Background: an optimization exercise with open tools, aiming at small area, a short achievable clock period and few clock cycles. Do not read the settings as production practice.
At most, simulation tests tie the RTL to the original design; equivalence was not proved.
Power figures rest on the tool's default switching activity, not on a simulated workload.

Setup of west:
==> flow/design.v <==
module pvc_encoder (
    input  wire        clk,
    input  wire        rst,
    input  wire        in_valid,
    output reg         in_ready,
    input  wire [19:0] in_x,
    input  wire [19:0] in_last,
    input  wire [19:0] in_desc,
    input  wire        in_force,
    input  wire        in_eob,
    output reg         r_valid,
    output reg  [19:0] r_value,
    output reg         w_valid,
    input  wire        w_ready,
    output wire [19:0] w_data,
    output reg         w_last,
    output reg  [13:0] w_bits
);
    localparam integer T = 43;           
    localparam integer N = T + 24;       
    integer i;
    reg        v0, f0, e0;
    reg [19:0] x0, l0, d0;
    reg [11:0] sxl0;                      
    reg        sxc0;                      
    reg        v1, e1;
    reg [20:0] g1;                        
    reg [4:0]  s1;                        
    reg [4:0]  w1;                        
    reg [N-1:0] buffer;
    reg [6:0]   cnt;                      
    reg [2:0]   lastpos;                  
    reg         ok;                       
    reg [13:0]  bacc;                     
    reg         en0;                      
    wire en1 = !v1 || ok;                 
    wire ins = v1 && ok;
    always @(posedge clk) begin
        if (en0) begin
            x0 <= in_x;
            l0 <= in_last;
            d0 <= in_desc;
            f0 <= in_force;
            e0 <= in_eob;
            {sxc0, sxl0} <= {1'b0, in_x[11:0]} + {1'b0, ~in_last[11:0]} + 13'd1;
        end
    end
    wire [2:0]  mode  = d0[19:17];
    wire        sg    = d0[16];
    wire [3:0]  q     = d0[15:12];
    wire [11:0] dband = d0[11:0];
    wire m_ex = (mode == 3'd0);
    wire m_dl = (mode == 3'd1);
    wire m_bd = (mode == 3'd2);
    wire m_db = (mode == 3'd3);
    wire m_bb = !(m_ex | m_dl | m_bd | m_db);
    wire [11:0] qmask = ~(12'hfff << q);
    wire [11:0] half  = qmask & ~{1'b0, qmask[11:1]};
    reg [15:0] rbv, lsbv, stkv, all1v;
    always @* begin
        for (i = 0; i < 16; i = i + 1) begin
            rbv[i]   = (i >= 1 && i <= 12) ? x0[(i >= 1) ? i - 1 : 0] : 1'b0;
            lsbv[i]  = (i <= 12) ? x0[i] : 1'b0;
            stkv[i]  = (i >= 2 && i <= 12) ? |(x0[11:0] & ((12'd1 << ((i >= 1) ? i - 1 : 0)) - 12'd1)) : 1'b0;
            all1v[i] = (i <= 12) ? &(x0[18:0] | ((19'd1 << i) - 19'd1)) : 1'b0;
        end
    end
    wire [19:0] xo   = x0 | {8'd0, qmask};
    wire        rb   = rbv[q];
    wire        lsb  = lsbv[q];
    wire        stk  = stkv[q];
    wire        up   = rb & (stk | lsb);
    wire        clampblk = all1v[q] & (sg ? ~x0[19] : x0[19]);
    wire        up2  = up & ~clampblk;
    wire [19:0] inc  = xo + 20'd1;
    wire [19:0] vp   = up2 ? inc : (x0 & ~{8'd0, qmask});
    wire [8:0]  shi  = {sg & x0[19], x0[19:12]} + ~{sg & l0[19], l0[19:12]} + {8'd0, sxc0};
    wire [8:0]  ship = shi + 9'd1;
    wire [8:0]  shim = shi - 9'd1;
    wire [20:0] sx0  = {shi, sxl0};
    wire [11:0] xnl  = ~x0[11:0];
    wire [12:0] svul = {1'b0, sxl0} + {1'b0, qmask & xnl} + 13'd1;
    wire [12:0] svdl = {1'b0, sxl0} + {1'b0, xnl | ~qmask} + 13'd1;
    wire [20:0] svu  = {svul[12] ? ship : shi, svul[11:0]};
    wire [20:0] svd  = {svdl[12] ? shi : shim, svdl[11:0]};
    wire [20:0] sv   = up2 ? svu : svd;
    wire [20:0] s    = m_bb ? sv : sx0;
    wire [19:0] dlt  = sx0[19:0];
    wire        sneg   = s[20];
    wire        gt_pos = (s[11:0] > dband);
    wire        ge_neg = (~s[11:0] >= dband);
    wire        p_pos  = (|s[19:12]) | gt_pos;
    wire        p_neg  = ~(&s[19:12]) | ge_neg;
    wire        pass   = f0 | (sneg ? p_neg : p_pos);
    wire [19:0] dmag = dlt ^ {20{dlt[19]}};
    reg  [4:0]  n;
    always @* begin
        n = 5'd1;
        for (i = 0; i < 19; i = i + 1)
            if (dmag[i]) n = i[4:0] + 5'd2;
    end
    wire        dsmall = (dmag[18:14] == 5'd0);
    reg  [14:0] dmask;
    always @* begin
        dmask[0] = 1'b1;
        for (i = 1; i < 15; i = i + 1)
            dmask[i] = |(dmag[13:0] >> (i - 1));
    end
    reg [20:0] g;
    reg [4:0]  sa;
    reg [4:0]  w;
    always @* begin
        g = {1'b0, x0}; sa = 5'd12; w = 5'd20;
        if (m_dl) begin
            if (dsmall) begin
                g = {1'b0, dlt & {5'd0, dmask}, n[3:0]};
                w = n + 5'd4;
            end else begin
                sa = 5'd16;                   
                w = 5'd24;
            end
        end else if (m_bd) begin
            g = {1'b0, vp}; sa = 5'd12 - {1'b0, q}; w = 5'd20 - {1'b0, q};
        end else if (m_db) begin
            g = pass ? {x0, 1'b1} : 21'd0;
            w = pass ? 5'd21 : 5'd1;
        end else if (m_bb) begin
            g = pass ? {1'b0, vp | {8'd0, half}} : 21'd0;
            sa = 5'd13 - {1'b0, q};
            w = pass ? (5'd21 - {1'b0, q}) : 5'd1;
        end
    end
    wire [19:0] r = ((m_db | m_bb) & !pass) ? l0 : ((m_bd | m_bb) ? vp : x0);
    always @(posedge clk) begin
        r_value <= r;
        if (en1) begin
            g1 <= g;
            s1 <= sa;
            w1 <= w;
            e1 <= e0;
        end
    end
    wire [6:0]    sh    = cnt + {2'd0, s1};
    wire [20:0]   g1g   = g1 & {21{ins}};
    wire [N+32:0] big   = {{N{1'b0}}, g1g, 12'd0} << sh;
    wire [N-1:0]  insv  = big[N+23:24];
    wire          emit  = w_valid && w_ready;
    wire [N-1:0]  b1    = buffer | insv;
    wire [N-1:0]  bnext = emit ? {20'd0, b1[N-1:20]} : b1;
    wire [6:0]    csum  = cnt + {2'd0, w1};
    wire [2:0]    cw    = (csum > 7'd60) ? 3'd4 : (csum > 7'd40) ? 3'd3 :
                          (csum > 7'd20) ? 3'd2 : 3'd1;
    wire [6:0]    cround = (csum > 7'd60) ? 7'd80 : (csum > 7'd40) ? 7'd60 :
                           (csum > 7'd20) ? 7'd40 : 7'd20;
    wire          eins  = ins && e1;
    wire [6:0]    c1    = ins ? (e1 ? cround : csum) : cnt;
    wire [2:0]    lp1   = eins ? cw : lastpos;
    wire [6:0]    cnext = emit ? c1 - 7'd20 : c1;
    wire [2:0]    lpnext = (emit && lp1 != 3'd0) ? lp1 - 3'd1 : lp1;
    wire          v1next = en1 ? v0 : v1;
    wire          e1next = en1 ? e0 : e1;
    wire [6:0]    c1e   = c1 - 7'd20;
    wire [2:0]    lp1e  = (lp1 != 3'd0) ? lp1 - 3'd1 : 3'd0;
    wire          ok_n  = (c1 <= T) && !(e1next && (lp1 != 3'd0));
    wire          ok_e  = (c1e <= T) && !(e1next && (lp1e != 3'd0));
    wire          oknext = emit ? ok_e : ok_n;
    wire          v0next = in_ready ? in_valid : v0;
    assign w_data = buffer[19:0];
    wire [13:0]   bsum  = bacc + {9'd0, w1};
    always @(posedge clk) begin
        if (eins)
            w_bits <= bsum;
    end
    always @(posedge clk) begin
        if (rst) begin
            v0       <= 1'b0;
            v1       <= 1'b0;
            in_ready <= 1'b0;
            en0      <= 1'b1;
            ok       <= 1'b1;
            buffer   <= {N{1'b0}};
            cnt      <= 7'd0;
            lastpos  <= 3'd0;
            w_valid  <= 1'b0;
            w_last   <= 1'b0;
            bacc     <= 14'd0;
            r_valid  <= 1'b0;
        end else begin
            v0       <= v0next;
            v1       <= v1next;
            ok       <= oknext;
            in_ready <= !v0next || !v1next || oknext;
            en0      <= !(v0next && v1next && !oknext);
            r_valid  <= v0 && en1;
            buffer   <= bnext;
            cnt      <= cnext;
            lastpos  <= lpnext;
            w_valid  <= emit ? (c1e >= 7'd20) : (c1 >= 7'd20);
            w_last   <= emit ? (lp1e == 3'd1) : (lp1 == 3'd1);
            if (ins)
                bacc <= e1 ? 14'd0 : bsum;
        end
    end
endmodule
Settings: LEC_CHECK=0, ABC_AREA=1, CAP_MARGIN=20, CORE_MARGIN=2, CORE_UTILIZATION=40, SLEW_MARGIN=20; clock period 18.0 ns.
standard.sh (not shown) runs the stock make flow with config.mk's settings and CLKGATE_MAP_FILE= SYNTH_SCRIPT=/design/flow/synth_recipe.tcl, a recipe that flattens the netlist after the stock synthesis.
==> flow/flow/run.sh <==
#!/bin/bash
# Standard ORFS layout; setup repair aims below the clock period (the SDC is
# unchanged, only repair_timing's margin). Extra make settings: flow/knobs.txt.
set -euo pipefail
cd "$(dirname "$0")/.."
KNOBS=$(cat flow/knobs.txt)
bash standard.sh synth > synth.log 2>&1
bash standard.sh $KNOBS finish > layout.log 2>&1
==> flow/flow/knobs.txt <==
SETUP_SLACK_MARGIN=12.5
Input-level comparison between south and west:
# west
export LEC_CHECK = 0
export ABC_AREA = 1
export CAP_MARGIN = 20
export CORE_MARGIN = 2
export CORE_UTILIZATION = 40
export SLEW_MARGIN = 20
create_clock -name core_clock -period 18.0 [get_ports {clk}]
# south
export LEC_CHECK = 0
export ABC_AREA = 1
export CAP_MARGIN = 20
export CORE_MARGIN = 2
export CORE_UTILIZATION = 40
export CTS_BUF_LIST = sky130_fd_sc_hd__clkbuf_8
export CTS_CLUSTER_SIZE = 30
export SLEW_MARGIN = 20
create_clock -name core_clock -period 18.0 [get_ports {clk}]
==> flow/flow/run.sh <==
#!/bin/bash
# Standard ORFS layout; setup repair aims below the clock period (the SDC is
# unchanged, only repair_timing's margin). Extra make settings, one per line,
# come from flow/knobs.txt.
set -euo pipefail
cd "$(dirname "$0")/.."
mapfile -t KNOBS < flow/knobs.txt
bash standard.sh synth > synth.log 2>&1
bash standard.sh "${KNOBS[@]}" finish > layout.log 2>&1
==> flow/flow/knobs.txt <==
SETUP_SLACK_MARGIN=12.5
BUFFER_PORTS_ARGS=-buffer_cell sky130_fd_sc_hd__buf_2
Results
Per the comparison of south with west, count of vias placed by the detailed router held; share of total power in combinational logic went down 0.5 points. In the reports for west and south, the larger synthesis-to-layout area growth belongs to west.
No run of this note included a check of the RTL's function; only the layout flow was run.

Setup of job 4005:
Another version of the RTL of pvc_encoder (not shown whole).
Size: roughly 2700 cells after synthesis, about 250 flip-flops, about 0.018 mm^2 of cells after synthesis.
==> flow/config.mk <==
export PLATFORM = sky130hd
export DESIGN_NAME = pvc_encoder
export DESIGN_NICKNAME = pvc_encoder
export VERILOG_FILES = /design/flow/design.v
export SDC_FILE = /design/flow/constraint.sdc
export NUM_CORES = 4
export LEC_CHECK = 0
export ABC_AREA = 1
export CAP_MARGIN = 20
export CORE_MARGIN = 2
export CORE_UTILIZATION = 40
export SLEW_MARGIN = 20
==> flow/constraint.sdc <==
create_clock -name core_clock -period 18.0 [get_ports {clk}]
set_input_delay 3.6000 -clock core_clock [delete_from_list [all_inputs] [get_ports {clk}]]
set_output_delay 3.6000 -clock core_clock [all_outputs]
set_load 0.01 [all_outputs]
==> flow/flow/run.sh <==
#!/bin/bash
# Standard ORFS layout, with setup repair aiming well below the clock period
# (the constraints are unchanged; only the repair target is tighter).
set -euo pipefail
cd "$(dirname "$0")/.."
MARGIN=$(cat flow/margin.txt)
bash standard.sh synth > synth.log 2>&1
bash standard.sh SETUP_SLACK_MARGIN=$MARGIN finish > layout.log 2>&1
==> flow/flow/margin.txt <==
13.2
Job 4005 ran to completion and came out clean on the timing, design-rule and antenna checks.
Testbench counts of job 4005, summed over its fixed seeds: cycles 33,907.
Inputs modified between job 4005 and job 5635:
==> flow/flow/run.sh <==
#!/bin/bash
# Standard ORFS layout; setup repair aims below the clock period (the SDC is
# unchanged, only repair_timing's margin). Extra make settings, one per line,
# come from flow/knobs.txt.
set -euo pipefail
cd "$(dirname "$0")/.."
mapfile -t KNOBS < flow/knobs.txt
bash standard.sh synth > synth.log 2>&1
bash standard.sh "${KNOBS[@]}" finish > layout.log 2>&1
==> flow/flow/knobs.txt (new file) <==
SETUP_SLACK_MARGIN=12.5
BUFFER_PORTS_ARGS=-buffer_cell sky130_fd_sc_hd__buf_2
removed: flow/flow/margin.txt
==> comparison <==
- Number of buffers added for setup after CTS in job 5635 is 69% below job 4005.
- Worst setup slack after layout was higher in job 4005 than in job 5635.
- Area taken by flip-flops and latches across job 4005 and job 5635: no real change.
- Job 5635 vs job 4005 — length of routed met3 wiring dropped by more than 10%
- On layout-stage area growth over the synthesis result, the higher figure sits with job 4005, not job 5635.
Here is what was changed in the inputs of job 1547 compared with job 5635.
==> flow/flow/run.sh <==
#!/bin/bash
# Standard ORFS layout, with setup repair aiming well below the clock period
# (the constraints are unchanged; only the repair target is tighter).
set -euo pipefail
cd "$(dirname "$0")/.."
MARGIN=$(cat flow/margin.txt)
bash standard.sh synth > synth.log 2>&1
bash standard.sh SETUP_SLACK_MARGIN=$MARGIN finish > layout.log 2>&1
==> flow/flow/margin.txt (new file) <==
12.5
removed: flow/flow/knobs.txt
Findings:
The leftover overflow at the end of global routing of job 1547 and that of job 5635 are within noise of each other.
Compared job 1547 vs job 5635, and cell area after placement is up in job 1547.
Going from job 5635 to job 1547, non-clock buffer count shrinks by 2.6%.
| maximum clock frequency | job 1547 vs job 5635 | better |
Taking job 5635 as the reference, in job 1547 sequential share of layout area now smaller, areal power density over the cells went down.
Worst setup slack in job 1547 is 0.079 ns higher than in job 5635
Taking job 5635 as the reference point, the utilization of job 1547 rises by 0.97 points.
What job 7011 does differently from job 1547 at the input level:
==> flow/flow/run.sh <==
#!/bin/bash
# Standard ORFS layout; setup repair aims below the clock period (the SDC is
# unchanged, only repair_timing's margin). Extra make settings: flow/knobs.txt.
set -euo pipefail
cd "$(dirname "$0")/.."
KNOBS=$(cat flow/knobs.txt)
bash standard.sh synth > synth.log 2>&1
bash standard.sh $KNOBS finish > layout.log 2>&1
==> flow/flow/knobs.txt (new file) <==
SETUP_SLACK_MARGIN=12.5 TNS_END_PERCENT=5
removed: flow/flow/margin.txt
Notes after the runs:
[compare] base=job 1547 new=job 7011: total power draw picked up an extra 0.92%, least setup slack across all paths after layout lost 0.081 ns.
Where wire length of the first global-routing pass is concerned, job 1547 is outperformed by job 7011.
Delta (job 7011 minus job 1547): cell count after placement held, width of the die held, share of total power in sequential cells went down 0.2 points.
Job 7011 vs. job 1547: full die area held steady, global-route usage over all layers held steady, buffer share of cell area grew by 0.32 points.
Comparing the two runs side by side, job 7011 comes out behind job 1547 on power of the clock network.

pvc_encoder, a different RTL version from the one above (not shown whole).
For scale: ~240 flip-flops, about 120 I/O pins, ~0.017 mm2 of cells after synthesis.
Settings: LEC_CHECK=0, ABC_AREA=1, CAP_MARGIN=20, CORE_MARGIN=2, CORE_UTILIZATION=40, SLEW_MARGIN=20; clock period 18.0 ns.
==> flow/flow/run.sh <==
#!/bin/bash
# ORFS layout through the standard.sh. The synthesis keeps the standard
# register inference and only maps the logic differently (settings in
# flow/synth_knobs.txt, one per line); setup repair then aims below the clock
# period (flow/knobs.txt). The SDC is unchanged.
set -euo pipefail
cd "$(dirname "$0")/.."
mapfile -t SKNOBS < flow/synth_knobs.txt
mapfile -t KNOBS < flow/knobs.txt
bash standard.sh "${SKNOBS[@]}" synth > synth.log 2>&1
bash standard.sh "${KNOBS[@]}" finish > layout.log 2>&1
==> flow/flow/knobs.txt <==
SETUP_SLACK_MARGIN=13.4
BUFFER_PORTS_ARGS=-buffer_cell sky130_fd_sc_hd__buf_2
CTS_ARGS=-sink_clustering_enable -repair_clock_nets -sink_clustering_size 20 -sink_clustering_max_diameter 80 -buf_list sky130_fd_sc_hd__clkbuf_16 -dont_use_dummy_load
==> flow/flow/synth_knobs.txt <==
ADDER_MAP_FILE=
SYNTH_OPERATIONS_ARGS=-noshare
The first run completed with no timing, DRC or antenna violations.
Testbench counts at the start, summed over its fixed seeds: cycles 33,907.
Change:
==> flow/flow/knobs.txt (replaced) <==
SETUP_SLACK_MARGIN=13.2
BUFFER_PORTS_ARGS=-buffer_cell sky130_fd_sc_hd__buf_2
CTS_ARGS=-sink_clustering_enable -repair_clock_nets -sink_clustering_size 20 -sink_clustering_max_diameter 80 -buf_list sky130_fd_sc_hd__clkbuf_16 -dont_use_dummy_load
After rerunning:
- worst hold slack loses 0.0032 ns
- final area falls by 2.3%
- clock power is lower by about 1%
- power falls by about 3%

[separate check: timing with driven ports]
The flow's constraints put no driver on any port. The routed layouts listed below were extracted and timed again, unchanged, in two steps.
Step 1, drivers: a clkbuf_16 drives clk and a buf_2 each remaining input, both assumed.
Step 2 moves the port delays by t, midway between the first and last clock arrival at a register: inputs arrive t later, outputs are due t later. That takes back most of the time a late clock gives input paths.
a / b / c = ideal ports / drivers / drivers and shift; a / b = the first two.
run	t, ns	setup WS [ns]	worst hold slack (ns)	worst setup path after step 2	latest minus earliest clock arrival (ns)
west	0.624	12.046 / 12.046 / 12.001	0.458 / 0.458 / 0.458	input to register	0.015 / 0.014
south	0.683	12.313 / 12.313 / 12.072	0.457 / 0.457 / 0.457	input to register	0.035 / 0.035
job 4005	0.651	12.566 / 12.574 / 11.924	0.442 / 0.442 / 0.442	input to register	0.021 / 0.021
job 5635	0.603	12.387 / 12.396 / 11.793	0.440 / 0.440 / 0.440	input to register	0.021 / 0.020
job 1547	0.642	12.466 / 12.472 / 11.830	0.433 / 0.433 / 0.433	input to register	0.031 / 0.030
job 7011	0.645	12.385 / 12.410 / 11.765	0.442 / 0.442 / 0.442	input to register	0.025 / 0.025
the first run of note 3	0.581	13.322 / 13.267 / 12.900	0.469 / 0.469 / 0.469	input to register	0.073 / 0.073
the second run of note 3	0.572	13.275 / 13.222 / 12.759	0.465 / 0.465 / 0.465	input to register	0.072 / 0.071
After both steps every run listed still meets setup and hold. The setup slack of job 4005, which loses most, moves by +0.008 ns with the drivers and by -0.642 ns with both steps.
